From an optimization exercise on the open Yosys and OpenROAD flow, aimed at small area and a short achievable clock period; shortcuts taken in it are not production practice.
The RTL was checked by simulation tests, not by an equivalence proof against the original design.

==> design.v <==
module mxe_fp8_group (
    input  wire        clk,
    input  wire        rst,           
    input  wire        in_valid,
    input  wire [31:0] in_acc,        
    input  wire [15:0] in_a,          
    input  wire [15:0] in_b,          
    input  wire        in_fmt_a,      
    input  wire        in_fmt_b,
    input  wire [7:0]  in_scale_a,    
    input  wire [7:0]  in_scale_b,
    output reg         out_valid,
    output reg  [31:0] out_acc
);
    wire [3:0] ia0_xn, ia1_xn, ib0_xn, ib1_xn;
    wire [5:0] ia0_te, ia1_te, ib0_te, ib1_te;
    wire       ia0_nan, ia1_nan, ib0_nan, ib1_nan, ia0_inf, ia1_inf, ib0_inf, ib1_inf;
    fp8_norm n_a0 (.x(in_a[7:0]),  .e5m2(in_fmt_a), .xn(ia0_xn), .te(ia0_te), .nan(ia0_nan), .inf(ia0_inf));
    fp8_norm n_a1 (.x(in_a[15:8]), .e5m2(in_fmt_a), .xn(ia1_xn), .te(ia1_te), .nan(ia1_nan), .inf(ia1_inf));
    fp8_norm n_b0 (.x(in_b[7:0]),  .e5m2(in_fmt_b), .xn(ib0_xn), .te(ib0_te), .nan(ib0_nan), .inf(ib0_inf));
    fp8_norm n_b1 (.x(in_b[15:8]), .e5m2(in_fmt_b), .xn(ib1_xn), .te(ib1_te), .nan(ib1_nan), .inf(ib1_inf));
    reg        v0;
    reg [31:0] acc_r;
    reg [3:0]  xa0, xa1, xb0, xb1;
    reg [5:0]  ta0, ta1, tb0, tb1;
    reg        q0_neg, q1_neg, q0_nan, q1_nan, q0_inf, q1_inf;
    reg [8:0]  ssum;
    reg        snan;
    always @(posedge clk) begin
        if (rst) v0 <= 1'b0;
        else     v0 <= in_valid;
        acc_r  <= in_acc;
        xa0    <= ia0_xn;
        xa1    <= ia1_xn;
        xb0    <= ib0_xn;
        xb1    <= ib1_xn;
        ta0    <= ia0_te;
        ta1    <= ia1_te;
        tb0    <= ib0_te;
        tb1    <= ib1_te;
        q0_neg <= in_a[7] ^ in_b[7];
        q1_neg <= in_a[15] ^ in_b[15];
        q0_nan <= ia0_nan | ib0_nan | (ia0_inf & ~ib0_xn[3]) | (ib0_inf & ~ia0_xn[3]);
        q1_nan <= ia1_nan | ib1_nan | (ia1_inf & ~ib1_xn[3]) | (ib1_inf & ~ia1_xn[3]);
        q0_inf <= ia0_inf | ib0_inf;
        q1_inf <= ia1_inf | ib1_inf;
        ssum   <= {1'b0, in_scale_a} + {1'b0, in_scale_b};
        snan   <= (&in_scale_a) | (&in_scale_b);
    end
    wire [7:0] pn0 = xa0 * xb0;
    wire [7:0] pn1 = xa1 * xb1;
    wire       c0, c1;
    pcarry u_c0 (.a(xa0[2:0]), .b(xb0[2:0]), .ovf(c0));
    pcarry u_c1 (.a(xa1[2:0]), .b(xb1[2:0]), .ovf(c1));
    wire [6:0] te0  = {1'b0, ta0} + {1'b0, tb0};
    wire [6:0] te1  = {1'b0, ta1} + {1'b0, tb1};
    wire [6:0] tau0 = te0 + {6'd0, c0};
    wire [6:0] tau1 = te1 + {6'd0, c1};
    wire p0_z = ~xa0[3] | ~xb0[3];
    wire p1_z = ~xa1[3] | ~xb1[3];
    wire p0_nan = q0_nan | snan;
    wire p1_nan = q1_nan | snan;
    wire        c_neg = acc_r[31];
    wire [7:0]  c_be  = acc_r[30:23];
    wire        c_hid = (c_be != 8'd0);
    wire        c_fz  = (acc_r[22:0] == 23'd0);
    wire        c_all = (&c_be);
    wire        c_nan = c_all & ~c_fz;
    wire        c_inf = c_all & c_fz;
    wire        c_z   = ~c_hid & c_fz;
    wire [4:0]  mc;
    msb24 u_mc (.x(acc_r[22:0]), .n(mc));
    wire [4:0]  tcl = c_hid ? 5'd23 : mc;                
    wire [7:0]  c_e1 = {c_be[7:1], c_be[0] | ~c_hid};    
    wire [8:0]  atc = c_hid ? {1'b0, c_be} + 9'd23 : {8'd0, 1'b1} + {4'd0, mc};
    wire signed [10:0] k_c = $signed({3'd0, c_e1} + 11'd140) - $signed({2'd0, ssum});
    wire signed [10:0] t_c = $signed({2'd0, atc} + 11'd140) - $signed({2'd0, ssum});
    wire g01 = (tau0 >= tau1);
    wire gc0 = (t_c >= $signed({4'd0, tau0}));
    wire gc1 = (t_c >= $signed({4'd0, tau1}));
    wire wc  = ~c_z & (gc0 | p0_z) & (gc1 | p1_z);
    wire w0  = ~wc & ~p0_z & (g01 | p1_z);
    wire signed [10:0] te0m = $signed({4'd0, te0}) - 11'sd6;    
    wire signed [10:0] te1m = $signed({4'd0, te1}) - 11'sd6;
    wire signed [10:0] r0_c = t_c - te0m;
    wire signed [10:0] r1_c = t_c - te1m;
    wire signed [10:0] r0_b = $signed({4'd0, tau1}) - te0m;
    wire signed [10:0] r1_a = $signed({4'd0, tau0}) - te1m;
    wire signed [10:0] rc_a = $signed({4'd0, tau0}) - k_c;
    wire signed [10:0] rc_b = $signed({4'd0, tau1}) - k_c;
    wire [5:0] r0 = wc ? sat6(r0_c) : w0 ? {3'd0, 3'd6 + {2'd0, c0}} : sat6(r0_b);
    wire [5:0] r1 = wc ? sat6(r1_c) : w0 ? sat6(r1_a) : {3'd0, 3'd6 + {2'd0, c1}};
    wire [6:0] rc = wc ? {2'd0, tcl} : w0 ? sat7(rc_a) : sat7(rc_b);
    function [5:0] sat6(input signed [10:0] v);
        sat6 = (v[10:6] != 5'd0) ? 6'd63 : v[5:0];
    endfunction
    function [6:0] sat7(input signed [10:0] v);
        sat7 = (v[10:7] != 4'd0) ? 7'd127 : v[6:0];
    endfunction
    wire [9:0] e_pre = wc ? {1'b0, atc} + 10'd362 : {1'b0, ssum} + 10'd222;
    wire [6:0] e_add = wc ? 7'd0 : w0 ? tau0 : tau1;
    wire pinf = (c_inf & ~c_neg) | (q0_inf & ~q0_neg) | (q1_inf & ~q1_neg);
    wire ninf = (c_inf &  c_neg) | (q0_inf &  q0_neg) | (q1_inf &  q1_neg);
    wire sp_nan  = c_nan | p0_nan | p1_nan | (pinf & ninf);
    wire sp_inf  = pinf | ninf;
    wire sp_zero = c_z & p0_z & p1_z;
    wire sp_sign = sp_inf ? ninf : (c_neg & q0_neg & q1_neg);
    reg        v1;
    reg [23:0] c_sig1;
    reg        c_neg1, d0_1, d1_1;
    reg [7:0]  p0_1, p1_1;
    reg [5:0]  r0_1q, r1_1q, r0_1n, r1_1n;
    reg [6:0]  rc_1q, rc_1n;
    reg [9:0]  e_1q;
    reg [6:0]  e_1a;
    reg        sp_1, sp_nan1, sp_inf1, sp_sign1;
    always @(posedge clk) begin
        if (rst) v1 <= 1'b0;
        else     v1 <= v0;
        c_sig1   <= {c_hid, acc_r[22:0]};
        c_neg1   <= c_neg;
        d0_1     <= q0_neg ^ c_neg;
        d1_1     <= q1_neg ^ c_neg;
        p0_1     <= pn0;
        p1_1     <= pn1;
        r0_1q    <= r0;
        r1_1q    <= r1;
        r0_1n    <= ~r0;           
        r1_1n    <= ~r1;
        rc_1q    <= rc;
        rc_1n    <= ~rc;
        e_1q     <= e_pre;
        e_1a     <= e_add;
        sp_1     <= sp_nan | sp_inf | sp_zero;
        sp_nan1  <= sp_nan;
        sp_inf1  <= sp_inf;
        sp_sign1 <= sp_sign;
    end
    wire [54:0] w0x, w1x;
    rshift_dup #(.W(55), .S(6)) u_sh0 (.x({p0_1, 47'd0}), .s_lo(r0_1q), .s_hi(~r0_1n), .y(w0x));
    rshift_dup #(.W(55), .S(6)) u_sh1 (.x({p1_1, 47'd0}), .s_lo(r1_1q), .s_hi(~r1_1n), .y(w1x));
    wire [47:0] ww0 = w0x[47:0];
    wire [47:0] ww1 = w1x[47:0];
    wire [70:0] wcx;
    rshift_dup #(.W(71), .S(7)) u_shc (.x({c_sig1, 47'd0}), .s_lo(rc_1q), .s_hi(~rc_1n), .y(wcx));
    wire [47:0] wwc = wcx[47:0];
    wire [50:0] x0 = {3'd0, ww0} ^ {51{d0_1}};
    wire [50:0] x1 = {3'd0, ww1} ^ {51{d1_1}};
    wire [50:0] xc = {3'd0, wwc};
    wire [50:0] cs_s = x0 ^ x1 ^ xc;
    wire [50:0] cs_c = (x0 & x1) | (x0 & xc) | (x1 & xc);
    wire [50:0] sum;
    bkadd #(51) u_add (.a(cs_s), .b({cs_c[49:0], d0_1}), .ci(d1_1), .s(sum));
    reg        v2;
    reg [50:0] sum2;
    reg        c_neg2;
    reg [9:0]  e_2;
    reg        sp_2, sp_nan2, sp_inf2, sp_sign2;
    always @(posedge clk) begin
        if (rst) v2 <= 1'b0;
        else     v2 <= v1;
        sum2     <= sum;
        c_neg2   <= c_neg1;
        e_2      <= e_1q + {3'd0, e_1a};
        sp_2     <= sp_1;
        sp_nan2  <= sp_nan1;
        sp_inf2  <= sp_inf1;
        sp_sign2 <= sp_sign1;
    end
    wire        neg = sum2[50];
    wire [49:0] u   = sum2[49:0] ^ {50{neg}};
    wire [49:0] sr;
    genvar gi;
    generate
        for (gi = 0; gi < 50; gi = gi + 1) begin : rev
            assign sr[gi] = sum2[49 - gi];
        end
    endgenerate
    wire [6:0]  lz, tz;
    lzc64 u_lz (.x({u, 1'b1, 13'd0}), .n(lz));
    lzc64 u_tz (.x({sr, 1'b1, 13'd0}), .n(tz));
    wire [9:0] a_cap = e_2 - 10'd359;                  
    wire [6:0] a_lz  = lz + 7'd25;
    wire       tiny  = (e_2 < 10'd359);
    wire       capped = ({3'd0, a_lz} > a_cap);
    wire [6:0] a = tiny ? 7'd0 : capped ? a_cap[6:0] : a_lz;
    wire       s_zero = ~neg & (lz == 7'd50);
    wire [7:0] tz_cap = {1'b0, tz} + {1'b0, a_cap[6:0]};
    wire       st = tiny ? (tz != 7'd50) :
                    capped ? (a_cap[9:7] == 3'd0) & (tz_cap < 8'd50) :
                    ({1'b0, tz} + {1'b0, lz}) < 8'd25;
    wire [10:0] e_lz  = {1'b0, e_2} - 11'd383 - {4'd0, lz};
    wire [10:0] bexp0 = tiny ? {1'b0, e_2} - 11'd358 : capped ? 11'd1 : e_lz;
    reg        v3;
    reg [50:0] sum3;
    reg [6:0]  a3, a3n;
    reg        st3;
    reg [10:0] eb3;
    reg        ov03, ov13;
    reg        sgn3, spz3, sp_nan3, sp_inf3, sp_sign3;
    always @(posedge clk) begin
        if (rst) v3 <= 1'b0;
        else     v3 <= v2;
        sum3     <= sum2;
        a3       <= a;
        a3n      <= ~a;            
        st3      <= st;
        eb3      <= bexp0;
        ov03     <= ~bexp0[10] & (bexp0[9:0] >= 10'd255);
        ov13     <= ~bexp0[10] & (bexp0[9:0] >= 10'd254);
        sgn3     <= c_neg2 ^ neg;
        spz3     <= sp_2 | s_zero;
        sp_nan3  <= sp_nan2;
        sp_inf3  <= sp_inf2;
        sp_sign3 <= sp_2 & sp_sign2;
    end
    wire        neg3 = sum3[50];
    wire [98:0] vin = {{24{neg3}}, sum3, 24'd0};
    wire [98:0] vrev, vsr;
    generate
        for (gi = 0; gi < 99; gi = gi + 1) begin : rv
            assign vrev[gi] = vin[98 - gi];
        end
    endgenerate
    rshift_dup #(.W(99), .S(7)) u_shn (.x(vrev), .s_lo(a3), .s_hi(~a3n), .y(vsr));
    wire [23:0] q;
    generate
        for (gi = 0; gi < 24; gi = gi + 1) begin : qb
            assign q[gi] = vsr[23 - gi];
        end
    endgenerate
    wire        g   = vsr[24];
    wire [23:0] qq    = q ^ {24{neg3}};
    wire        inc   = neg3 ? (~g | (~st3 & qq[0])) : (g & (st3 | qq[0]));
    reg  [24:0] ones;
    integer k;
    always @(*) begin
        ones[0] = inc;
        for (k = 1; k < 25; k = k + 1)
            ones[k] = inc & (&(qq | ~((24'd1 << k) - 24'd1)));
    end
    wire        cy    = ones[24];
    wire [23:0] qi    = qq ^ ones[23:0];
    wire [23:0] qn    = cy ? 24'h800000 : qi;
    wire [10:0] bexp  = eb3 + {10'd0, cy};
    wire        ovf   = cy ? ov13 : ov03;
    reg [31:0] result;
    always @(*) begin
        if (sp_nan3)
            result = 32'h7FC0_0000;
        else if (spz3)
            result = {sp_sign3, sp_inf3 ? 8'hFF : 8'h00, 23'd0};
        else if (qn[23] & ovf)
            result = {sgn3, 8'hFF, 23'd0};
        else
            result = {sgn3, qn[23] ? bexp[7:0] : 8'd0, qn[22:0]};
    end
    always @(posedge clk) begin
        if (rst) out_valid <= 1'b0;
        else     out_valid <= v3;
        out_acc <= result;
    end
endmodule
module fp8_norm (
    input  wire [7:0] x,
    input  wire       e5m2,
    output reg  [3:0] xn,
    output reg  [5:0] te,
    output wire       nan,
    output wire       inf
);
    wire [3:0] e4 = x[6:3];
    wire [4:0] e5 = x[6:2];
    always @(*) begin
        if (!e5m2) begin
            if (e4 != 4'd0) begin
                xn = {1'b1, x[2:0]};
                te = {2'b00, e4} + 6'd11;
            end else if (x[2]) begin
                xn = {1'b1, x[1:0], 1'b0};
                te = 6'd11;
            end else if (x[1]) begin
                xn = {1'b1, x[0], 2'b00};
                te = 6'd10;
            end else begin
                xn = {x[0], 3'b000};
                te = 6'd9;
            end
        end else begin
            if (e5 != 5'd0) begin
                xn = {1'b1, x[1:0], 1'b0};
                te = {1'b0, e5} + 6'd3;
            end else if (x[1]) begin
                xn = {1'b1, x[0], 2'b00};
                te = 6'd3;
            end else begin
                xn = {x[0], 3'b000};
                te = 6'd2;
            end
        end
    end
    assign nan = e5m2 ? ((&e5) & (x[1:0] != 2'd0)) : (&x[6:0]);
    assign inf = e5m2 & (&e5) & (x[1:0] == 2'd0);
endmodule
module pcarry (input wire [2:0] a, input wire [2:0] b, output reg ovf);
    always @(*) begin
        case ({a, b})
            6'o17, 6'o25, 6'o26, 6'o27, 6'o34, 6'o35, 6'o36, 6'o37,
            6'o43, 6'o44, 6'o45, 6'o46, 6'o47, 6'o52, 6'o53, 6'o54,
            6'o55, 6'o56, 6'o57, 6'o62, 6'o63, 6'o64, 6'o65, 6'o66,
            6'o67, 6'o71, 6'o72, 6'o73, 6'o74, 6'o75, 6'o76, 6'o77: ovf = 1'b1;
            default: ovf = 1'b0;
        endcase
    end
endmodule
module rshift_dup #(parameter W = 71, parameter S = 7) (
    input  wire [W-1:0] x,
    input  wire [S-1:0] s_lo,       
    input  wire [S-1:0] s_hi,       
    output wire [W-1:0] y
);
    genvar l, i;
    generate
        for (l = 0; l <= S; l = l + 1) begin : lv
            wire [W-1:0] v;
            if (l == 0) begin : first
                assign v = x;
            end else begin : level
                for (i = 0; i < W; i = i + 1) begin : bit_
                    wire sel = (i < W/2) ? s_lo[l-1] : s_hi[l-1];
                    wire hi  = (i + (1 << (l-1)) < W) ? lv[l-1].v[(i + (1 << (l-1))) % W] : 1'b0;
                    assign v[i] = sel ? hi : lv[l-1].v[i];
                end
            end
        end
    endgenerate
    assign y = lv[S].v;
endmodule
module msb8 (input wire [7:0] x, output reg [2:0] n);
    integer i;
    always @(*) begin
        n = 3'd0;
        for (i = 0; i < 8; i = i + 1)
            if (x[i]) n = i[2:0];
    end
endmodule
module msb24 (input wire [22:0] x, output reg [4:0] n);
    integer i;
    always @(*) begin
        n = 5'd0;
        for (i = 0; i < 23; i = i + 1)
            if (x[i]) n = i[4:0];
    end
endmodule
module lzc64 (input wire [63:0] x, output wire [6:0] n);
    genvar l, g;
    generate
        for (l = 0; l < 6; l = l + 1) begin : lv
            wire [(32 >> l) - 1:0]     v;      
            wire [(32 >> l) * 7 - 1:0] c;      
            for (g = 0; g < (32 >> l); g = g + 1) begin : gr
                if (l == 0) begin : leaf
                    assign v[g] = x[63 - 2*g] | x[62 - 2*g];
                    assign c[g*7 +: 7] = {6'd0, ~x[63 - 2*g]};
                end else begin : node
                    wire       vh = lv[l-1].v[2*g];
                    wire       vl = lv[l-1].v[2*g+1];
                    wire [6:0] ch = lv[l-1].c[(2*g)*7 +: 7];
                    wire [6:0] cl = lv[l-1].c[(2*g+1)*7 +: 7];
                    assign v[g] = vh | vl;
                    assign c[g*7 +: 7] = vh ? ch : (cl | (7'd1 << l));
                end
            end
        end
    endgenerate
    assign n = lv[5].v[0] ? lv[5].c[6:0] : 7'd64;
endmodule
module bkadd #(parameter N = 51) (input [N-1:0] a, b, input ci, output [N-1:0] s);
    localparam L = (N > 32) ? 6 : (N > 16) ? 5 : (N > 8) ? 4 : 3;
    wire [N-1:0] p0 = a ^ b;
    wire [N-1:0] g0 = a & b;
    reg [N-1:0] G, P;
    reg [N:0] c;
    integer i, l;
    always @(*) begin
        G = g0; P = p0;
        G[0] = g0[0] | (p0[0] & ci);
        for (l = 0; l < L; l = l + 1) begin
            for (i = 0; i < N; i = i + 1)
                if (i % (2 << l) == (2 << l) - 1) begin
                    G[i] = G[i] | (P[i] & G[i - (1 << l)]);
                    P[i] = P[i] & P[i - (1 << l)];
                end
        end
        for (l = L - 2; l >= 0; l = l - 1) begin
            for (i = 0; i < N; i = i + 1)
                if (i >= (3 << l) - 1 && i % (2 << l) == (1 << l) - 1) begin
                    G[i] = G[i] | (P[i] & G[i - (1 << l)]);
                    P[i] = P[i] & P[i - (1 << l)];
                end
        end
        c[0] = ci;
        for (i = 0; i < N; i = i + 1) c[i+1] = G[i];
    end
    assign s = p0 ^ c[N-1:0];
endmodule
==> run.sh <==
#!/bin/bash
# synth_recipe.tcl (not shown) runs the flow's synth.tcl, then flattens the netlist and writes it again
# the make line also repeats each setting of config.mk as NAME=value (left out here)
make -C /OpenROAD-flow-scripts/flow DESIGN_CONFIG=/design/flow/config.mk WORK_HOME=/design/flow/orfs CLKGATE_MAP_FILE= SYNTH_SCRIPT=/design/flow/synth_recipe.tcl finish
==> config.mk <==
export PLATFORM = sky130hd
export DESIGN_NAME = mxe_fp8_group
export DESIGN_NICKNAME = mxe_fp8_group
export VERILOG_FILES = /design/flow/design.v
export SDC_FILE = /design/flow/constraint.sdc
export NUM_CORES = 4
export LEC_CHECK = 0
export ABC_AREA = 1
export CAP_MARGIN = 20
export CORE_MARGIN = 2
export CORE_UTILIZATION = 40
export SLEW_MARGIN = 20
==> constraint.sdc <==
create_clock -name core_clock -period 28.0 [get_ports {clk}]
set_input_delay 5.6000 -clock core_clock [delete_from_list [all_inputs] [get_ports {clk}]]
set_output_delay 5.6000 -clock core_clock [all_outputs]
set_load 0.01 [all_outputs]
==> impl_metrics.json, run 1 <==
{
  "outcome": "timing/DRC/antenna clean",
  "cts_num_sinks": 364,
  "viasPerCell": 5.07,
  "dpl.hpwl_um": 72500,
  "period_needed_ps": 7720,
  "routed_wirelength_um": 87600,
  "cts_resized": 0,
  "tritoncts": "yes",
  "min_from": "c_neg1",
  "rows": 102,
  "grt_max_degree": 54,
  "synth-seq-cells": 364,
  "ff2ff_path_depth": 35,
  "drv_cap": 0,
  "crit_top_cell": "nor2_1",
  "root_buffer": "clkbuf_16",
  "io_pins": 118,
  "r2r_end": "sum2[47]",
  "rr_startpoint": "rc_1n[1]",
  "nNetsFinal": 5028,
  "route.vias.total": 28600,
  "antenna_found_initial": 0,
  "die_x_um": 283,
  "clk_pin_slew_worst_paths_ps": 60,
  "gp_congestion": 0.952,
  "firstDrtPassIters": 6,
  "placement.io_buffers": 117,
  "whs_ps": 325,
  "num_antenna_cells": 0,
  "rsz0062_at_grt": "false",
  "synth-main-ff-cell": "dfxtp_1",
  "cts_hold_buf": 0,
  "syn_inst": 4527,
  "crit_fanout": 20,
  "critical_path.max_stage_delay_ps": 950,
  "slew_headroom_pct": 25.1,
  "min_path_type": "flip-flop to flip-flop",
  "track_usage_pct": 22.0,
  "start_util_pct": 40.3,
  "fin_crit_sh_pct": 27.6,
  "syn_area_per_cell_um2": 6.87,
  "finalHoldViolCount": 0,
  "crit_family": "buffers and inverters",
  "area_growth_pct": 11.4,
  "seq_area_frac_synth_pct": 23.4,
  "finalSetupViolCount": 0,
  "critPathSlowestCell": "clkdlybuf4s50_1",
  "insertion_delay_ps": 600,
  "whs_endpoint": "c_neg2",
  "ys_warn_count": 5,
  "htreeDepth": 2,
  "syn_nets": 4990,
  "cts_buffer_depth": 3,
  "synthDistinctLibCells": 71,
  "critPathLaunchType": "primary input",
  "setup-tns-final_ps": 0,
  "arrival_ps": 8220,
  "gr-total-overflow": 0,
  "drive_above_1_share_pct": 3.67,
  "grt_pass1_wl_um": 141000,
  "critPathCaptureType": "flip-flop",
  "synth-edff-count": 0,
  "ff2ff_setup_slack_ps": 20810,
  "first_iter_violations": 1894,
  "crit_chain": "clkdlybuf4s50_1 > inv_1 > nor2_1 > inv_1 > o21ai_0 > o21ai_0 > nor2_1 > nor2_1 > a31oi_1",
  "min_path_cells": 0,
  "crit_type": "primary input to flip-flop",
  "path_buf_inv": 3,
  "dieArea_um2": 80000,
  "drtAntennaViolNets": 0,
  "die_h_um": 283,
  "drv_slew": 0,
  "postSynth.asyncResetShare_pct": 0,
  "clock.fmax_mhz": 130,
  "wire_per_inst_um": 15.5,
  "grt_pass1_vias": 27100,
  "postCtsSetupBuffers": 0,
  "skew_ps": 26.1,
  "core_area_um2": 77200,
  "crit_required_ps": 28500,
  "worstMarginPinSlew_ps": 1090,
  "drc_errors": 0,
  "synth_area_um2": 31100,
  "numCtsBuffers": 44
}
cells by family after synthesis:
| logic type | after synthesis | share of synthesized area (%) |
|---|---|---|
| compound gates | 851 | 15.4 |
| xor+xnor | 271 | 7.68 |
| fa+ha+maj | 378 | 17.6 |
| buf+inv | 736 | 9.27 |
| flops | 364 | 23.4 |
| mux | 35 | 1.13 |
| simple gates | 1892 | 25.5 |
cell usage in the layout, fill, tap and decap left out, types with 32 or more instances in the layout:
master,count
nand2_1,1083
inv_1,566
nor2_1,371
dfxtp_1,363
o21ai_0,348
ha_1,280
nand3_1,253
xor2_1,220
a21oi_1,208
clkdlybuf4s50_1,117
fa_1,98
o21ai_1,88
xnor2_1,49
nand4_1,48
clkbuf_16,44
nor3_1,38
a31oi_1,35
mux2i_1,34
or2_2,32
per-layer routing:
layer	part of all wire, %	global-route usage, %	vias to the layer above
met5	0	0	-
met4	4.1	8.75	0
met3	3.5	2.04	155
met2	48	39.4	623
met1	44	27.0	13000
li1	-	-	14800
through the flow:
stage / worst slack [ps] / utilization [%] / cells / instance area (um^2)
floorplan: 21020 / - / 4527 / 31100
finish: 20280 / 44.8 / 5639 / 34600
global route: 20020 / 44.8 / 5639 / 34600
global placement: 19810 / 42.8 / 5558 / 33100
detailed placement: 19790 / 42.8 / 5558 / 33100
CTS: 20340 / 44.8 / 5638 / 34600
worst max path at each step:
stage / from / endpoint / cells after the start
2_1_floorplan: in_b[6] / c0 / 11
3_3_place_gp: in_fmt_b / c0 / 9
3_5_place_dp: in_fmt_b / c0 / 9
4_1_cts: in_fmt_b / c0 / 9
5_1_grt: in_fmt_b / c0 / 9
6_report: in_fmt_b / c0 / 9
flip-flops by register name (all words and copies together) (netlist names), 7 cells and up:
register,count
acc_r,32
sum3,51
out_acc,32
eb3,8
c_sig1,24
rc_1n,7
e_1a,7
a3,7
sum2,51
p0_1,8
e_1q,10
e_2,10
ssum,9
p1_1,8
area by class of cell:
cell class                 count  area (um^2)
clock buffer                  56         1210
clock inverter                24          335
fill                        8075        42600
inverter                     587         2210
multi-input combinational   3427        20900
sequential                   364         7290
tap                         1040         1300
timing repair buffer         141         1360
synth_stat cells (all sizes together), types with 7 or more instances:
cell type | instances | area (um^2)
nor4 | 8 | 62.6
o32ai | 11 | 96.3
inv | 575 | 2170
clkbuf | 91 | 342
or2 | 44 | 275
o211ai | 30 | 225
mux2i | 34 | 340
nor3 | 41 | 220
nand3 | 257 | 1320
a221oi | 9 | 78.8
a21oi | 208 | 1040
xor2 | 222 | 1960
o21a | 12 | 90.1
nand3b | 18 | 135
xnor2 | 49 | 429
fa | 98 | 1960
a31oi | 35 | 219
and2 | 7 | 43.8
o21bai | 19 | 143
a21o | 10 | 75.1
clkinv | 12 | 46.3
a211oi | 12 | 90.1
nand2 | 1089 | 4110
o21ai | 437 | 2190
nor2 | 375 | 1430
ha | 280 | 3500
buf | 58 | 329
o22ai | 25 | 163
dfxtp | 364 | 7290
nand4 | 48 | 300
==> run 2, diff against run 1 <==
--- a/design.v
+++ b/design.v
@@ -49,9 +49,8 @@
     end
     wire [7:0] pn0 = xa0 * xb0;
     wire [7:0] pn1 = xa1 * xb1;
-    wire       c0, c1;
-    pcarry u_c0 (.a(xa0[2:0]), .b(xb0[2:0]), .ovf(c0));
-    pcarry u_c1 (.a(xa1[2:0]), .b(xb1[2:0]), .ovf(c1));
+    wire       c0 = pn0[7];     
+    wire       c1 = pn1[7];
     wire [6:0] te0  = {1'b0, ta0} + {1'b0, tb0};
     wire [6:0] te1  = {1'b0, ta1} + {1'b0, tb1};
     wire [6:0] tau0 = te0 + {6'd0, c0};
@@ -137,12 +136,12 @@
         sp_sign1 <= sp_sign;
     end
     wire [54:0] w0x, w1x;
-    rshift_dup #(.W(55), .S(6)) u_sh0 (.x({p0_1, 47'd0}), .s_lo(r0_1q), .s_hi(~r0_1n), .y(w0x));
-    rshift_dup #(.W(55), .S(6)) u_sh1 (.x({p1_1, 47'd0}), .s_lo(r1_1q), .s_hi(~r1_1n), .y(w1x));
+    rshift_dup #(.W(55), .S(6)) u_sh0 (.x({p0_1, 47'd0}), .s_lo(r0_1q), .s_hi_n(r0_1n), .y(w0x));
+    rshift_dup #(.W(55), .S(6)) u_sh1 (.x({p1_1, 47'd0}), .s_lo(r1_1q), .s_hi_n(r1_1n), .y(w1x));
     wire [47:0] ww0 = w0x[47:0];
     wire [47:0] ww1 = w1x[47:0];
     wire [70:0] wcx;
-    rshift_dup #(.W(71), .S(7)) u_shc (.x({c_sig1, 47'd0}), .s_lo(rc_1q), .s_hi(~rc_1n), .y(wcx));
+    rshift_dup #(.W(71), .S(7)) u_shc (.x({c_sig1, 47'd0}), .s_lo(rc_1q), .s_hi_n(rc_1n), .y(wcx));
     wire [47:0] wwc = wcx[47:0];
     wire [50:0] x0 = {3'd0, ww0} ^ {51{d0_1}};
     wire [50:0] x1 = {3'd0, ww1} ^ {51{d1_1}};
@@ -193,7 +192,7 @@
     wire [10:0] bexp0 = tiny ? {1'b0, e_2} - 11'd358 : capped ? 11'd1 : e_lz;
     reg        v3;
     reg [50:0] sum3;
-    reg [6:0]  a3, a3n;
+    reg [6:0]  a3;
     reg        st3;
     reg [10:0] eb3;
     reg        ov03, ov13;
@@ -203,7 +202,6 @@
         else     v3 <= v2;
         sum3     <= sum2;
         a3       <= a;
-        a3n      <= ~a;            
         st3      <= st;
         eb3      <= bexp0;
         ov03     <= ~bexp0[10] & (bexp0[9:0] >= 10'd255);
@@ -222,7 +220,7 @@
             assign vrev[gi] = vin[98 - gi];
         end
     endgenerate
-    rshift_dup #(.W(99), .S(7)) u_shn (.x(vrev), .s_lo(a3), .s_hi(~a3n), .y(vsr));
+    rshift_dup #(.W(99), .S(7)) u_shn (.x(vrev), .s_lo(a3), .s_hi_n(~a3), .y(vsr));
     wire [23:0] q;
     generate
         for (gi = 0; gi < 24; gi = gi + 1) begin : qb
@@ -302,21 +300,10 @@
     assign nan = e5m2 ? ((&e5) & (x[1:0] != 2'd0)) : (&x[6:0]);
     assign inf = e5m2 & (&e5) & (x[1:0] == 2'd0);
 endmodule
-module pcarry (input wire [2:0] a, input wire [2:0] b, output reg ovf);
-    always @(*) begin
-        case ({a, b})
-            6'o17, 6'o25, 6'o26, 6'o27, 6'o34, 6'o35, 6'o36, 6'o37,
-            6'o43, 6'o44, 6'o45, 6'o46, 6'o47, 6'o52, 6'o53, 6'o54,
-            6'o55, 6'o56, 6'o57, 6'o62, 6'o63, 6'o64, 6'o65, 6'o66,
-            6'o67, 6'o71, 6'o72, 6'o73, 6'o74, 6'o75, 6'o76, 6'o77: ovf = 1'b1;
-            default: ovf = 1'b0;
-        endcase
-    end
-endmodule
 module rshift_dup #(parameter W = 71, parameter S = 7) (
     input  wire [W-1:0] x,
     input  wire [S-1:0] s_lo,       
-    input  wire [S-1:0] s_hi,       
+    input  wire [S-1:0] s_hi_n,     
     output wire [W-1:0] y
 );
     genvar l, i;
@@ -327,9 +314,12 @@
                 assign v = x;
             end else begin : level
                 for (i = 0; i < W; i = i + 1) begin : bit_
-                    wire sel = (i < W/2) ? s_lo[l-1] : s_hi[l-1];
                     wire hi  = (i + (1 << (l-1)) < W) ? lv[l-1].v[(i + (1 << (l-1))) % W] : 1'b0;
-                    assign v[i] = sel ? hi : lv[l-1].v[i];
+                    if (i < W/2) begin : lo_half
+                        assign v[i] = s_lo[l-1] ? hi : lv[l-1].v[i];
+                    end else begin : hi_half
+                        assign v[i] = s_hi_n[l-1] ? lv[l-1].v[i] : hi;
+                    end
                 end
             end
         end
@@ -344,13 +334,28 @@
             if (x[i]) n = i[2:0];
     end
 endmodule
-module msb24 (input wire [22:0] x, output reg [4:0] n);
-    integer i;
-    always @(*) begin
-        n = 5'd0;
-        for (i = 0; i < 23; i = i + 1)
-            if (x[i]) n = i[4:0];
-    end
+module msb24 (input wire [22:0] x, output wire [4:0] n);
+    genvar l, g;
+    generate
+        for (l = 0; l < 5; l = l + 1) begin : lv
+            wire [(16 >> l) - 1:0]     v;      
+            wire [(16 >> l) * 5 - 1:0] c;      
+            for (g = 0; g < (16 >> l); g = g + 1) begin : gr
+                if (l == 0) begin : leaf
+                    wire xh = (2*g+1 < 23) ? x[(2*g+1) % 23] : 1'b0;
+                    assign v[g] = xh | x[2*g];
+                    assign c[g*5 +: 5] = {4'd0, xh};
+                end else begin : node
+                    wire       vh = lv[l-1].v[2*g+1];
+                    wire [4:0] ch = lv[l-1].c[(2*g+1)*5 +: 5];
+                    wire [4:0] cl = lv[l-1].c[(2*g)*5 +: 5];
+                    assign v[g] = vh | lv[l-1].v[2*g];
+                    assign c[g*5 +: 5] = vh ? (ch | (5'd1 << l)) : cl;
+                end
+            end
+        end
+    endgenerate
+    assign n = lv[4].c[4:0];
 endmodule
 module lzc64 (input wire [63:0] x, output wire [6:0] n);
     genvar l, g;
==> run 2 against run 1 <==
Hold slack worse by 6.7 ps. Synthesized cell count is 2.7% higher. Critical path type is now flip-flop to flip-flop. Sequential share of layout area is 0.46 points lower. Sequential cell count is 8 lower. Routed wire length is 4.3% higher. Maximum frequency is 7.8% higher.
==> impl_metrics.json, run 2 <==
{
  "outcome": "timing/DRC/antenna clean",
  "start_util_pct": 40.4,
  "ys_warn_count": 7,
  "route.vias.total": 29600,
  "drive_above_1_share_pct": 3.82,
  "tritoncts": "yes",
  "die_x_um": 284,
  "grt_max_degree": 59,
  "antenna_found_initial": 0,
  "slew_headroom_pct": 23.1,
  "setup-tns-final_ps": 0,
  "cts_num_sinks": 356,
  "core_area_um2": 77500,
  "layout_commonest_cell": "nand2_1",
  "worstMarginPinSlew_ps": 1130,
  "area_growth_pct": 10.6,
  "finalHoldViolCount": 0,
  "insertion_delay_ps": 570,
  "crit_fanout": 26,
  "synth_area_um2": 31300,
  "netlist_top_cells_count": "nand2_1, inv_1, nand3_1",
  "die_h_um": 284,
  "netlist.area_leader.share_pct": 22.8,
  "syn_area_per_cell_um2": 6.74,
  "crit_type": "flip-flop to flip-flop",
  "synth_area_leaders": "dfxtp_1, nand2_1, ha_1",
  "min_path_type": "flip-flop to flip-flop",
  "reg_top3": "sum2: 51 flops, sum3: 51 flops",
  "crit_required_ps": 28450,
  "synth-edff-count": 0,
  "gr-total-overflow": 0,
  "final_cell_mix": "nand2_1, inv_1, nand3_1",
  "use_met3_pct": 2.47,
  "finalSetupViolCount": 0,
  "fin_crit_sh_pct": 25.6,
  "rows": 102,
  "drv_slew": 0,
  "dieArea_um2": 80600,
  "ff2ff_path_depth": 24,
  "skew_ps": 13.7,
  "clock.fmax_mhz": 140,
  "numCtsBuffers": 41,
  "finish.instance_area_um2": 34600,
  "synthDistinctLibCells": 69,
  "firstDrtPassIters": 6,
  "synth-seq-cells": 356,
  "root_buffer": "clkbuf_16",
  "postCtsSetupBuffers": 0,
  "whs_ps": 319,
  "syn_nets": 5108,
  "period_needed_ps": 7160,
  "first_iter_violations": 2332,
  "grt_pass1_vias": 28000,
  "gp_congestion": 0.962,
  "drtAntennaViolNets": 0,
  "cts_resized": 0,
  "grt_use_met2_pct": 39.4,
  "io_pins": 118,
  "met1_usage_pct": 27.8,
  "postSynth.asyncResetShare_pct": 0,
  "fin_util_pct": 44.7,
  "synth_top_cell_by_area": "dfxtp_1",
  "arrival_ps": 7610,
  "syn_inst": 4649,
  "num_antenna_cells": 0,
  "synth-main-ff-cell": "dfxtp_1",
  "place_area_um2": 33200,
  "cts_hold_buf": 0,
  "seq_area_frac_synth_pct": 22.8,
  "synth.most_common_cell": "nand2_1",
  "track_usage_pct": 22.4,
  "drc_errors": 0,
  "wire_per_inst_um": 15.9,
  "routed_wirelength_um": 91400,
  "min_path_cells": 0,
  "rsz0062_at_grt": "false",
  "grt_pass1_wl_um": 147000,
  "critPathCaptureType": "flip-flop",
  "clk_pin_slew_worst_paths_ps": 60,
  "top_usage_layer": "met2",
  "placement.io_buffers": 117,
  "dpl.hpwl_um": 74600,
  "drv_cap": 0,
  "cts_buffer_depth": 3,
  "viasPerCell": 5.16,
  "nNetsFinal": 5139,
  "htreeDepth": 2,
  "critPathLaunchType": "flip-flop"
}
run 2: path summary, 6_finish.rpt:
kind | slack, ps | endpoint | startpoint
worst min register to register | 320 | c_neg2 | c_neg1
worst min-delay path | 320 | c_neg2 | c_neg1
worst max-delay path | 20840 | sum2[47] | rc_1n[1]
worst max register to register | 20840 | sum2[47] | rc_1n[1]
run 2: kinds of logic after synthesis:
kind of cell,share of synthesized area [%]
muxes,0.415
xor gates and xnor gates,7.41
and+or+nand+nor,30.1
buffers and inverters,9.84
DFF,22.8
AOI/OAI and AO/OA,12.2
adders and majority gates,17.3
run 2: worst max-delay path, cell delays in order (launching register included):
cell	delay (ps)
dfxtp_1	800
clkinv_1	720
nand3_1	270
nand2_1	100
o21ai_0	260
mux2i_1	160
o21ai_0	280
a22oi_1	180
fa_1	510
inv_1	50
fa_1	430
fa_1	400
a31o_2	270
a221oi_1	500
o21ai_0	240
nand3_1	140
o21ai_0	170
nand3_1	120
nand2_1	210
nand2_1	120
nand2_1	100
a21oi_1	240
o21ai_0	150
fa_1	440
xor2_1	160
run 2: metal layers:
metal | wire (um) | vias to the layer above | share of wire [%]
met1 | 39600 | 13500 | 43
met5 | 0 | - | 0
met2 | 43600 | 765 | 48
met3 | 4430 | 193 | 4.8
met4 | 3750 | 0 | 4.1
li1 | - | 15200 | -
run 2: area by class of cell:
cell class	count	area (um^2)
fill	8202	42800
multi-input combinational	3521	21100
sequential	356	7130
inverter	621	2340
timing repair buffer	139	1340
tap	1040	1300
clock buffer	54	1160
clock inverter	18	245
run 2: metrics by stage:
step | instances | setup slack, ps
finish | 5749 | 20840
global route | 5749 | 20250
CTS | 5749 | 20840
detailed placement | 5677 | 20330
global placement | 5677 | 20300
floorplan | 4649 | 21010
==> run 3, diff against run 2 <==
--- a/design.v
+++ b/design.v
@@ -220,7 +220,7 @@
             assign vrev[gi] = vin[98 - gi];
         end
     endgenerate
-    rshift_dup #(.W(99), .S(7)) u_shn (.x(vrev), .s_lo(a3), .s_hi_n(~a3), .y(vsr));
+    rshift_big #(.W(99), .S(7)) u_shn (.x(vrev), .s_lo(a3), .s_hi_n(~a3), .y(vsr));
     wire [23:0] q;
     generate
         for (gi = 0; gi < 24; gi = gi + 1) begin : qb
@@ -322,6 +322,32 @@
                     end
                 end
             end
+        end
+    endgenerate
+    assign y = lv[S].v;
+endmodule
+module rshift_big #(parameter W = 71, parameter S = 7) (
+    input  wire [W-1:0] x,
+    input  wire [S-1:0] s_lo,       
+    input  wire [S-1:0] s_hi_n,     
+    output wire [W-1:0] y
+);
+    genvar l, i;
+    generate
+        for (l = 0; l <= S; l = l + 1) begin : lv
+            wire [W-1:0] v;
+            if (l == 0) begin : first
+                assign v = x;
+            end else begin : level
+                for (i = 0; i < W; i = i + 1) begin : bit_
+                    wire hi  = (i + (1 << (S-l)) < W) ? lv[l-1].v[(i + (1 << (S-l))) % W] : 1'b0;
+                    if (i < W/2) begin : lo_half
+                        assign v[i] = s_lo[S-l] ? hi : lv[l-1].v[i];
+                    end else begin : hi_half
+                        assign v[i] = s_hi_n[S-l] ? lv[l-1].v[i] : hi;
+                    end
+                end
+            end
         end
     endgenerate
     assign y = lv[S].v;
==> run 3 against run 2 <==
Still clean. Maximum frequency down 2.7%. Global-route usage down 0.36 points. First-iteration DRC count down 17%. Via count down 4.7%. Setup slack worse by 200 ps. Critical path depth down 16. Synthesized cell count down 5.4%. Non-clock buffer count down 3. Critical endpoint is now q1_nan. Highest routed layer unchanged.
==> impl_metrics.json, run 3 <==
{
  "outcome": "timing/DRC/antenna clean",
  "syn_area_per_cell_um2": 6.85,
  "dpl.hpwl_um": 70700,
  "critPathSlowestCell": "clkdlybuf4s50_1",
  "crit_fanout": 17,
  "fin_ws_ps": 20640,
  "clk_pin_slew_worst_paths_ps": 60,
  "synth.most_common_cell": "nand2_1",
  "drtAntennaViolNets": 0,
  "ys_warn_count": 7,
  "whs_endpoint": "sp_sign2",
  "synth_top_cell_by_area": "dfxtp_1",
  "grt_max_degree": 50,
  "drive_above_1_share_pct": 3.20,
  "min_path_cells": 0,
  "synth-edff-count": 0,
  "netlist_top_cells_count": "nand2_1, inv_1, nand3_1",
  "arrival_ps": 7820,
  "io_pins": 118,
  "first_iter_violations": 1938,
  "reg_top3": "sum2: 51 flops, sum3: 51 flops",
  "crit_top_cell": "nor2_1",
  "routed_wirelength_um": 86300,
  "postSynth.asyncResetShare_pct": 0,
  "gp_congestion": 0.945,
  "min_path_type": "flip-flop to flip-flop",
  "fin_util_pct": 44.9,
  "critPathLaunchType": "primary input",
  "cts_buffer_depth": 3,
  "period_needed_ps": 7360,
  "firstDrtPassIters": 6,
  "drv_cap": 0,
  "min_from": "sp_sign1",
  "tritoncts": "yes",
  "skew_ps": 24.3,
  "finalSetupViolCount": 0,
  "syn_nets": 4860,
  "clock.fmax_mhz": 136,
  "start_util_pct": 40.5,
  "antenna_found_initial": 0,
  "cts_num_sinks": 356,
  "area_growth_pct": 11.1,
  "viasPerCell": 5.20,
  "synth_area_leaders": "dfxtp_1, nand2_1, ha_1",
  "crit_type": "primary input to flip-flop",
  "stdcell_count": 5434,
  "ff2ff_setup_slack_ps": 21240,
  "core_area_um2": 74400,
  "r2r_end": "r1_1n[4]",
  "rows": 100,
  "drc_errors": 0,
  "grt_pass1_vias": 26700,
  "synth_area_um2": 30100,
  "crit_required_ps": 28460,
  "insertion_delay_ps": 570,
  "grt_pass1_wl_um": 138000,
  "root_buffer": "clkbuf_16",
  "setup-tns-final_ps": 0,
  "place_area_um2": 32000,
  "drv_slew": 0,
  "slew_headroom_pct": 18.2,
  "final_cell_mix": "nand2_1, inv_1, nand3_1",
  "route.vias.total": 28300,
  "die_x_um": 278,
  "track_usage_pct": 22.0,
  "nNetsFinal": 4897,
  "postCtsSetupBuffers": 0,
  "rr_startpoint": "xa1[2]",
  "worstMarginPinSlew_ps": 1200,
  "syn_inst": 4400,
  "crit_chain": "clkdlybuf4s50_1 > clkinv_1 > nor2_1 > inv_1 > nand3_1 > nor2_1 > nor2_1 > o21ai_0",
  "num_antenna_cells": 0,
  "numCtsBuffers": 41,
  "pre_cts_ws_ps": 20090,
  "die_h_um": 278,
  "fin_crit_sh_pct": 26.3,
  "critPathCaptureType": "flip-flop",
  "critical_path.max_stage_delay_ps": 950,
  "synth-main-ff-cell": "dfxtp_1",
  "wire_per_inst_um": 15.9,
  "seq_area_frac_synth_pct": 23.7,
  "finalHoldViolCount": 0,
  "gr-total-overflow": 0,
  "finish.instance_area_um2": 33500,
  "rsz0062_at_grt": "false",
  "synth-seq-cells": 356,
  "ff2ff_path_depth": 30,
  "cts_resized": 0,
  "synthDistinctLibCells": 64,
  "htreeDepth": 2,
  "place_inst": 5363,
  "whs_ps": 323,
  "layout_commonest_cell": "nand2_1",
  "cts_hold_buf": 0,
  "netlist.area_leader.share_pct": 23.7,
  "dieArea_um2": 77500,
  "placement.io_buffers": 117
}
run 3: cell types whose count changed after synthesis, sizes merged, moves of 10 or more:
cell / before / now
nor2: 362 / 346
clkbuf: 71 / 81
nand3: 544 / 507
buf: 80 / 61
nand4: 38 / 48
nand2: 1153 / 1006
a21oi: 176 / 192
inv: 611 / 566
run 3: worst max path at each step:
stage                   from  endpoint  slack [ps]  depth (start not counted)
4_1_cts             in_fmt_a    q0_nan       20690                          8
3_3_place_gp        in_fmt_a    q0_nan       20060                          8
3_5_place_dp        in_fmt_a    q0_nan       20090                          8
2_1_floorplan  in_scale_a[2]   ssum[7]       21020                         11
6_report            in_fmt_a    q1_nan       20640                          8
5_1_grt             in_fmt_a    q1_nan       20410                          8
run 3: final cells by class:
| cell class | instances | area [um^2] |
|---|---|---|
| Clock buffer | 49 | 1120 |
| Clock inverter | 22 | 318 |
| Fill cell | 7635 | 41000 |
| Inverter | 576 | 2160 |
| Multi-Input combinational cell | 3326 | 20200 |
| Sequential cell | 356 | 7130 |
| Tap cell | 969 | 1210 |
| Timing Repair Buffer | 136 | 1310 |
run 3: cells by family (layout without fill, tap and decap cells):
| group | after synthesis | count (layout) | share of synthesized area [%] |
|---|---|---|---|
| XOR/XNOR | 260 | 260 | 7.56 |
| buffers and inverters | 718 | 783 | 9.27 |
| AND/OR/NAND/NOR | 2003 | 2003 | 28.5 |
| multiplexers | 15 | 15 | 0.507 |
| flip-flops | 356 | 356 | 23.7 |
| AO/OA/AOI/OAI | 673 | 673 | 12.5 |
| adder cells (fa/ha/maj) | 375 | 375 | 18.0 |
run 3: worst max-delay path: cells and delay by family:
kind                   cells  cell delay, ps
and+or+nand+nor            4             540
AOI/OAI and AO/OA          1              80
buffers and inverters      3            1590
run 3: layer usage:
| metal | routed length, um | global-route usage, % | vias to the layer above |
|---|---|---|---|
| li1 | - | - | 14500 |
| met1 | 38200 | 27.5 | 12900 |
| met2 | 40500 | 38.3 | 703 |
| met3 | 3900 | 2.54 | 162 |
| met4 | 3750 | 9.15 | 0 |
| met5 | 0 | 0 | - |
==> run 4, diff against run 3 <==
--- a/design.v
+++ b/design.v
@@ -23,7 +23,8 @@
     reg [31:0] acc_r;
     reg [3:0]  xa0, xa1, xb0, xb1;
     reg [5:0]  ta0, ta1, tb0, tb1;
-    reg        q0_neg, q1_neg, q0_nan, q1_nan, q0_inf, q1_inf;
+    reg        q0_neg, q1_neg, q0_nan, q1_nan;
+    reg        fa0_inf, fa1_inf, fb0_inf, fb1_inf;
     reg [8:0]  ssum;
     reg        snan;
     always @(posedge clk) begin
@@ -40,10 +41,12 @@
         tb1    <= ib1_te;
         q0_neg <= in_a[7] ^ in_b[7];
         q1_neg <= in_a[15] ^ in_b[15];
-        q0_nan <= ia0_nan | ib0_nan | (ia0_inf & ~ib0_xn[3]) | (ib0_inf & ~ia0_xn[3]);
-        q1_nan <= ia1_nan | ib1_nan | (ia1_inf & ~ib1_xn[3]) | (ib1_inf & ~ia1_xn[3]);
-        q0_inf <= ia0_inf | ib0_inf;
-        q1_inf <= ia1_inf | ib1_inf;
+        q0_nan <= ia0_nan | ib0_nan;
+        q1_nan <= ia1_nan | ib1_nan;
+        fa0_inf <= ia0_inf;
+        fa1_inf <= ia1_inf;
+        fb0_inf <= ib0_inf;
+        fb1_inf <= ib1_inf;
         ssum   <= {1'b0, in_scale_a} + {1'b0, in_scale_b};
         snan   <= (&in_scale_a) | (&in_scale_b);
     end
@@ -57,8 +60,10 @@
     wire [6:0] tau1 = te1 + {6'd0, c1};
     wire p0_z = ~xa0[3] | ~xb0[3];
     wire p1_z = ~xa1[3] | ~xb1[3];
-    wire p0_nan = q0_nan | snan;
-    wire p1_nan = q1_nan | snan;
+    wire p0_nan = q0_nan | snan | (fa0_inf & ~xb0[3]) | (fb0_inf & ~xa0[3]);
+    wire p1_nan = q1_nan | snan | (fa1_inf & ~xb1[3]) | (fb1_inf & ~xa1[3]);
+    wire q0_inf = fa0_inf | fb0_inf;
+    wire q1_inf = fa1_inf | fb1_inf;
     wire        c_neg = acc_r[31];
     wire [7:0]  c_be  = acc_r[30:23];
     wire        c_hid = (c_be != 8'd0);
@@ -149,7 +154,7 @@
     wire [50:0] cs_s = x0 ^ x1 ^ xc;
     wire [50:0] cs_c = (x0 & x1) | (x0 & xc) | (x1 & xc);
     wire [50:0] sum;
-    bkadd #(51) u_add (.a(cs_s), .b({cs_c[49:0], d0_1}), .ci(d1_1), .s(sum));
+    skadd #(51) u_add (.a(cs_s), .b({cs_c[49:0], d0_1}), .ci(d1_1), .s(sum));
     reg        v2;
     reg [50:0] sum2;
     reg        c_neg2;
@@ -406,6 +411,29 @@
     endgenerate
     assign n = lv[5].v[0] ? lv[5].c[6:0] : 7'd64;
 endmodule
+module skadd #(parameter N = 51) (input [N-1:0] a, b, input ci, output [N-1:0] s);
+    wire [N-1:0] p0 = a ^ b;
+    wire [N-1:0] g0 = a & b;
+    reg  [N-1:0] G, P, Gn, Pn;
+    integer i, l;
+    always @(*) begin
+        G = g0;
+        P = p0;
+        G[0] = g0[0] | (p0[0] & ci);
+        for (l = 0; l < 6; l = l + 1) begin
+            Gn = G;
+            Pn = P;
+            for (i = 0; i < N; i = i + 1)
+                if ((i >> l) & 1) begin
+                    Gn[i] = G[i] | (P[i] & G[((i >> l) << l) - 1]);
+                    Pn[i] = P[i] & P[((i >> l) << l) - 1];
+                end
+            G = Gn;
+            P = Pn;
+        end
+    end
+    assign s = p0 ^ {G[N-2:0], ci};
+endmodule
 module bkadd #(parameter N = 51) (input [N-1:0] a, b, input ci, output [N-1:0] s);
     localparam L = (N > 32) ? 6 : (N > 16) ? 5 : (N > 8) ? 4 : 3;
     wire [N-1:0] p0 = a ^ b;
--- a/config.mk
+++ b/config.mk
@@ -8,5 +8,6 @@
 export ABC_AREA = 1
 export CAP_MARGIN = 20
 export CORE_MARGIN = 2
-export CORE_UTILIZATION = 40
+export CORE_UTILIZATION = 65
+export PLACE_DENSITY = 0.75
 export SLEW_MARGIN = 20
==> run 4 against run 3 <==
Critical endpoint is now sum2[46]. Critical path type is now flip-flop to flip-flop. Die area shrank 38%. Register-to-register slack lost 420 ps. Setup slack gained 180 ps. Maximum frequency grew 2.5%. Final area shrank 1.8%. Via count grew 2.5%. Synthesized area grew 0.16%. Synthesized cell count grew 0.20%. Clock-buffer cell count grew 3. Hold slack gained 2.8 ps. Routed wire length shrank 2.7%.
==> impl_metrics.json, run 4 <==
{
  "htreeDepth": 2,
  "arrival_ps": 7630,
  "synthMuxAreaShare_pct": 0.469,
  "cts_num_sinks": 358,
  "drive_above_1_share_pct": 3.60,
  "wl_met2_um": 38000,
  "rr_startpoint": "rc_1n[0]",
  "crit_top_cell": "nand2_1",
  "min_from": "sp_1",
  "clk_pin_slew_worst_paths_ps": 60,
  "num_antenna_cells": 0,
  "postSynth.asyncResetShare_pct": 0,
  "firstDrtPassIters": 8,
  "period_needed_ps": 7180,
  "crit_type": "flip-flop to flip-flop",
  "whs_ps": 326,
  "first_iter_violations": 2579,
  "finalSetupViolCount": 0,
  "skew_ps": 16.2,
  "insertion_delay_ps": 580,
  "routed_wirelength_um": 84000,
  "drtAntennaViolNets": 0,
  "critPathLaunchType": "flip-flop",
  "synth-edff-count": 0,
  "synth_top_family_by_area": "simple AND/OR/NAND/NOR gates",
  "synth_compound_area_share_pct": 12.8,
  "pre_cts_ws_ps": 20370,
  "ff2ff_path_depth": 25,
  "track_usage_pct": 34.7,
  "grt_max_degree": 52,
  "syn_inst": 4409,
  "cp_num_cells": 25,
  "netlist.area_leader.share_pct": 23.8,
  "final_cell_mix": "nand2_1, inv_1, nand3_1",
  "wire_per_inst_um": 16.6,
  "synth.most_common_cell": "nand2_1",
  "reg_top3": "sum2: 51 flops, sum3: 51 flops",
  "synthDistinctLibCells": 60,
  "syn_area_per_cell_um2": 6.84,
  "clock.fmax_mhz": 139,
  "placement.io_buffers": 117,
  "rsz0062_at_grt": "false",
  "crit_required_ps": 28450,
  "ys_warn_count": 7,
  "synth_area_leaders": "dfxtp_1, nand2_1, ha_1",
  "crit_family": "compound AO/OA/AOI/OAI gates",
  "area_growth_pct": 8.93,
  "drv_cap": 0,
  "cts_resized": 0,
  "start_util_pct": 66.2,
  "tritoncts": "yes",
  "min_path_cells": 0,
  "critical_path.max_stage_delay_ps": 880,
  "nNetsFinal": 4882,
  "dpl.hpwl_um": 66800,
  "startpoint": "rc_1n[0]",
  "syn_nets": 4850,
  "root_buffer": "clkbuf_16",
  "rows": 78,
  "synth_xor_area_share_pct": 8.16,
  "fin_crit_sh_pct": 25.6,
  "synth-seq-cells": 358,
  "antenna_found_initial": 0,
  "layout_commonest_cell": "nand2_1",
  "grt_pass1_vias": 26400,
  "crit_fanout": 29,
  "worstMarginPinSlew_ps": 1050,
  "cts_hold_buf": 0,
  "fin_ws_ps": 20820,
  "die_h_um": 219,
  "cts_buffer_depth": 3,
  "synth-main-ff-cell": "dfxtp_1",
  "drv_slew": 0,
  "met1_length_um": 35400,
  "gp_congestion": 1.02,
  "drc_errors": 0,
  "critPathCaptureType": "flip-flop",
  "netlist_top_cells_count": "nand2_1, inv_1, nand3_1",
  "gr-total-overflow": 0,
  "synth-simple-area-share_pct": 28.6,
  "slew_headroom_pct": 29.7,
  "numCtsBuffers": 40,
  "core_area_um2": 45600,
  "io_pins": 118,
  "viasPerCell": 5.71,
  "postCtsSetupBuffers": 0,
  "route.vias.total": 29000,
  "critPathSlowestCell": "dfxtp_1",
  "min_path_type": "flip-flop to flip-flop",
  "seq_area_frac_synth_pct": 23.8,
  "path_buf_inv": 1,
  "top_layer_used": "met4",
  "outcome": "timing/DRC/antenna clean",
  "synthAdderAreaFrac_pct": 16.7,
  "synth_area_um2": 30200,
  "setup-tns-final_ps": 0,
  "dieArea_um2": 48200,
  "wl_met3_um": 6220,
  "synth_top_cell_by_area": "dfxtp_1",
  "grt_pass1_wl_um": 133000,
  "die_x_um": 219,
  "finalHoldViolCount": 0
}
## run 4: worst paths after layout
kind | endpoint | slack, ps
worst max-delay path | sum2[46] | 20820
worst min-delay path | sp_2 | 330
worst max register to register | sum2[46] | 20820
worst min register to register | sp_2 | 330
## run 4: worst register-to-register path, delay by kind of cell, from the launching register on
kind | cells | cell delay (ps)
AO/OA/AOI/OAI | 11 | 3100
AND/OR/NAND/NOR | 9 | 900
adder cells (fa/ha/maj) | 3 | 1300
flip-flops | 1 | 880
buffers and inverters | 1 | 680
XOR/XNOR | 1 | 170
## run 4: layout make-up
class | instances | area (um^2)
multi-input cells | 3324 | 20100
well taps | 600 | 751
clock inverters | 20 | 254
repair buffers | 132 | 1280
inverters | 585 | 2200
flip-flops and latches | 358 | 7170
fillers | 3973 | 12700
clock buffers | 52 | 1090
## run 4: stage by stage
| step | instance area [um^2] | util [%] | std cells |
|---|---|---|---|
| final | 32900 | 72.1 | 5071 |
| after global placement | 31500 | 69.2 | 4999 |
| after detailed placement | 31500 | 69.2 | 4999 |
| after global routing | 32900 | 72.1 | 5071 |
| after floorplan | 30200 | - | 4409 |
| after CTS | 32900 | 72.1 | 5071 |
## run 4: kinds of logic (layout without fill, tap and decap cells)
| kind of cell | after synthesis | in the layout |
|---|---|---|
| AND/OR/NAND/NOR | 1983 | 1983 |
| buffers and inverters | 727 | 789 |
| AO/OA/AOI/OAI | 690 | 690 |
| flip-flops | 358 | 358 |
| adder cells (fa/ha/maj) | 356 | 356 |
| XOR/XNOR | 281 | 281 |
| multiplexers | 14 | 14 |
## run 4: metal layers
metal  vias up  track usage, %
met1     13100            44.3
met4         0            16.8
met5         -               0
met2      1177            57.3
met3       240            5.34
li1      14500               -
==> run 5, diff against run 4 <==
--- a/config.mk
+++ b/config.mk
@@ -8,6 +8,5 @@
 export ABC_AREA = 1
 export CAP_MARGIN = 20
 export CORE_MARGIN = 2
-export CORE_UTILIZATION = 65
-export PLACE_DENSITY = 0.75
+export CORE_UTILIZATION = 40
 export SLEW_MARGIN = 20
==> run 5 against run 4 <==
Still clean. Non-clock buffer count increased by 3. Maximum frequency increased by 1.2%. Utilization decreased by 27 points. Clock-buffer cell count increased by 2. Die area increased by 61%. Sequential cell count unchanged. Synthesized area unchanged. Global-route usage decreased by 13 points. Sequential share of layout area decreased by 0.41 points. Via count decreased by 3.0%. Critical path type is now primary input to flip-flop. Critical endpoint is now ssum[8]. Highest routed layer unchanged.
==> impl_metrics.json, run 5 <==
{
  "critPathLaunchType": "primary input",
  "fin_crit_sh_pct": 25.3,
  "drtAntennaViolNets": 0,
  "finalHoldViolCount": 0,
  "ys_warn_count": 7,
  "num_antenna_cells": 0,
  "finalSetupViolCount": 0,
  "drive_above_1_share_pct": 3.80,
  "netlist_top_cells_count": "nand2_1, inv_1, nand3_1",
  "rsz0062_at_grt": "false",
  "numCtsBuffers": 42,
  "drv_cap": 0,
  "syn_nets": 4850,
  "gr-total-overflow": 0,
  "root_buffer": "clkbuf_16",
  "synth-edff-count": 0,
  "crit_required_ps": 28510,
  "drc_errors": 0,
  "tritoncts": "yes",
  "min_path_type": "flip-flop to flip-flop",
  "gp_congestion": 0.951,
  "placement.io_buffers": 117,
  "insertion_delay_ps": 580,
  "skew_ps": 39.5,
  "reg_top3": "sum2: 51 flops, sum3: 51 flops",
  "viasPerCell": 5.16,
  "outcome": "timing/DRC/antenna clean",
  "area_growth_pct": 11.0,
  "period_needed_ps": 7100,
  "grt_pass1_wl_um": 139000,
  "grt_pass1_vias": 26300,
  "cts_buffer_depth": 3,
  "track_usage_pct": 22.2,
  "nNetsFinal": 4887,
  "clk_pin_slew_worst_paths_ps": 60,
  "postSynth.asyncResetShare_pct": 0,
  "start_util_pct": 40.5,
  "cts_num_sinks": 358,
  "syn_area_per_cell_um2": 6.84,
  "seq_area_frac_synth_pct": 23.8,
  "crit_type": "primary input to flip-flop",
  "cts_resized": 0,
  "die_x_um": 279,
  "crit_fanout": 2,
  "arrival_ps": 7610,
  "syn_inst": 4409,
  "multi_input_area_um2": 20100,
  "routed_wirelength_um": 87100,
  "synth-main-ff-cell": "dfxtp_1",
  "synth-seq-cells": 358,
  "worstMarginPinSlew_ps": 1080,
  "cts_hold_buf": 0,
  "final_cell_mix": "nand2_1, inv_1, nand3_1",
  "place_area_um2": 32000,
  "first_iter_violations": 2090,
  "route.vias.total": 28100,
  "critPathCaptureType": "flip-flop",
  "setup-tns-final_ps": 0,
  "postCtsSetupBuffers": 0,
  "synth_top_cell_by_area": "dfxtp_1",
  "core_area_um2": 74600,
  "synth_area_um2": 30200,
  "netlist.area_leader.share_pct": 23.8,
  "regArea_um2": 7170,
  "layout_commonest_cell": "nand2_1",
  "slew_headroom_pct": 27.7,
  "die_h_um": 279,
  "drv_slew": 0,
  "htreeDepth": 2,
  "antenna_found_initial": 0,
  "firstDrtPassIters": 8,
  "dieArea_um2": 77600,
  "rows": 100,
  "dpl.hpwl_um": 71000,
  "finish.instance_area_um2": 33500,
  "synthDistinctLibCells": 60,
  "synth.most_common_cell": "nand2_1",
  "grt_max_degree": 52,
  "wire_per_inst_um": 16.0,
  "synth_area_leaders": "dfxtp_1, nand2_1, ha_1",
  "fillCellCount": 7713,
  "io_pins": 118,
  "clock.fmax_mhz": 141
}
## run 5: kinds of logic after synthesis
kind of cell	count (synthesis)	synth area share, %
buffers and inverters	727	9.53
DFF	358	23.8
adders and majority gates	356	16.7
xor gates and xnor gates	281	8.16
muxes	14	0.469
and+or+nand+nor	1983	28.6
AOI/OAI and AO/OA	690	12.8
## run 5: critical path: stages
cell and delay (ps):
clkdlybuf4s50_1 490, ha_1 170, inv_1 50, fa_1 400, o21ai_0 340, a21oi_1 110
nor2_1 100, nor2_1 70, o21ai_0 150, a21o_1 120
## run 5: final timing paths
path / endpoint / slack [ps] / start / cells after the start
worst min register to register: sp_sign2 / 330 / sp_sign1 / 0
worst max-delay path: ssum[8] / 20900 / in_scale_a[0] / 10
worst min-delay path: sp_sign2 / 330 / sp_sign1 / 0
worst max register to register: rc_1n[5] / 21160 / xb0[3] / 28
## run 5: per-stage QoR
stage	util [%]	hold WS (ps)	instances	setup slack (ps)
4_1_cts	44.9	327	5446	20920
5_1_grt	44.9	335	5446	20660
6_report	44.9	325	5446	20900
3_5_place_dp	42.9	312	5371	20340
3_3_place_gp	42.9	312	5371	20350
2_1_floorplan	-	310	4409	21020
## run 5: area by class of cell
class | instances | area share (%)
multi-input cells | 3324 | 60.1
flip-flops and latches | 358 | 21.4
inverters | 585 | 6.55
repair buffers | 135 | 3.90
well taps | 969 | 3.62
clock buffers | 54 | 3.48
clock inverters | 21 | 0.960
## run 5: per-layer routing
metal / vias up / GRT usage (%) / share of wire [%]
li1: 14500 / - / -
met1: 12800 / 28.9 / 44
met2: 722 / 38.1 / 47
met3: 156 / 2.48 / 4.9
met4: 0 / 7.71 / 3.7
met5: - / 0 / 0

separate check: timing with driven ports:
The flow's constraints put no driver on any port. The routed layouts listed below were extracted and timed again, unchanged, in two steps.
Step 1, drivers: a clkbuf_16 drives clk and a buf_2 each remaining input, both assumed.
Step 2 adds t to the input delays and takes it off the output delays; t is the mean of the earliest and latest rising clock arrival at the registers after step 1. Input paths then give back, and output paths get back, about the clock's delay inside the block.
Slacks: ideal / step 1 / step 2; pairs: ideal / step 1.
run | t, ns | slack for setup (ns) | worst hold slack (ns) | latest minus earliest clock arrival (ns) | pins driven straight from the clock port
run 1 | 0.655 | 20.280 / 20.327 / 19.672 | 0.325 / 0.325 / 0.325 | 0.028 / 0.028 | 1
run 2 | 0.627 | 20.836 / 20.836 / 20.306 | 0.319 / 0.319 / 0.319 | 0.015 / 0.015 | 1
run 3 | 0.624 | 20.638 / 20.682 / 20.058 | 0.323 / 0.323 / 0.323 | 0.026 / 0.026 | 1
run 4 | 0.628 | 20.819 / 20.819 / 20.330 | 0.326 / 0.326 / 0.326 | 0.017 / 0.016 | 1
run 5 | 0.623 | 20.904 / 20.897 / 20.311 | 0.325 / 0.325 / 0.325 | 0.039 / 0.040 | 1
After both steps setup and hold are still met in every run listed. For run 1, which loses most, drivers alone change the setup slack by +0.047 ns; drivers and shift together by -0.608 ns.
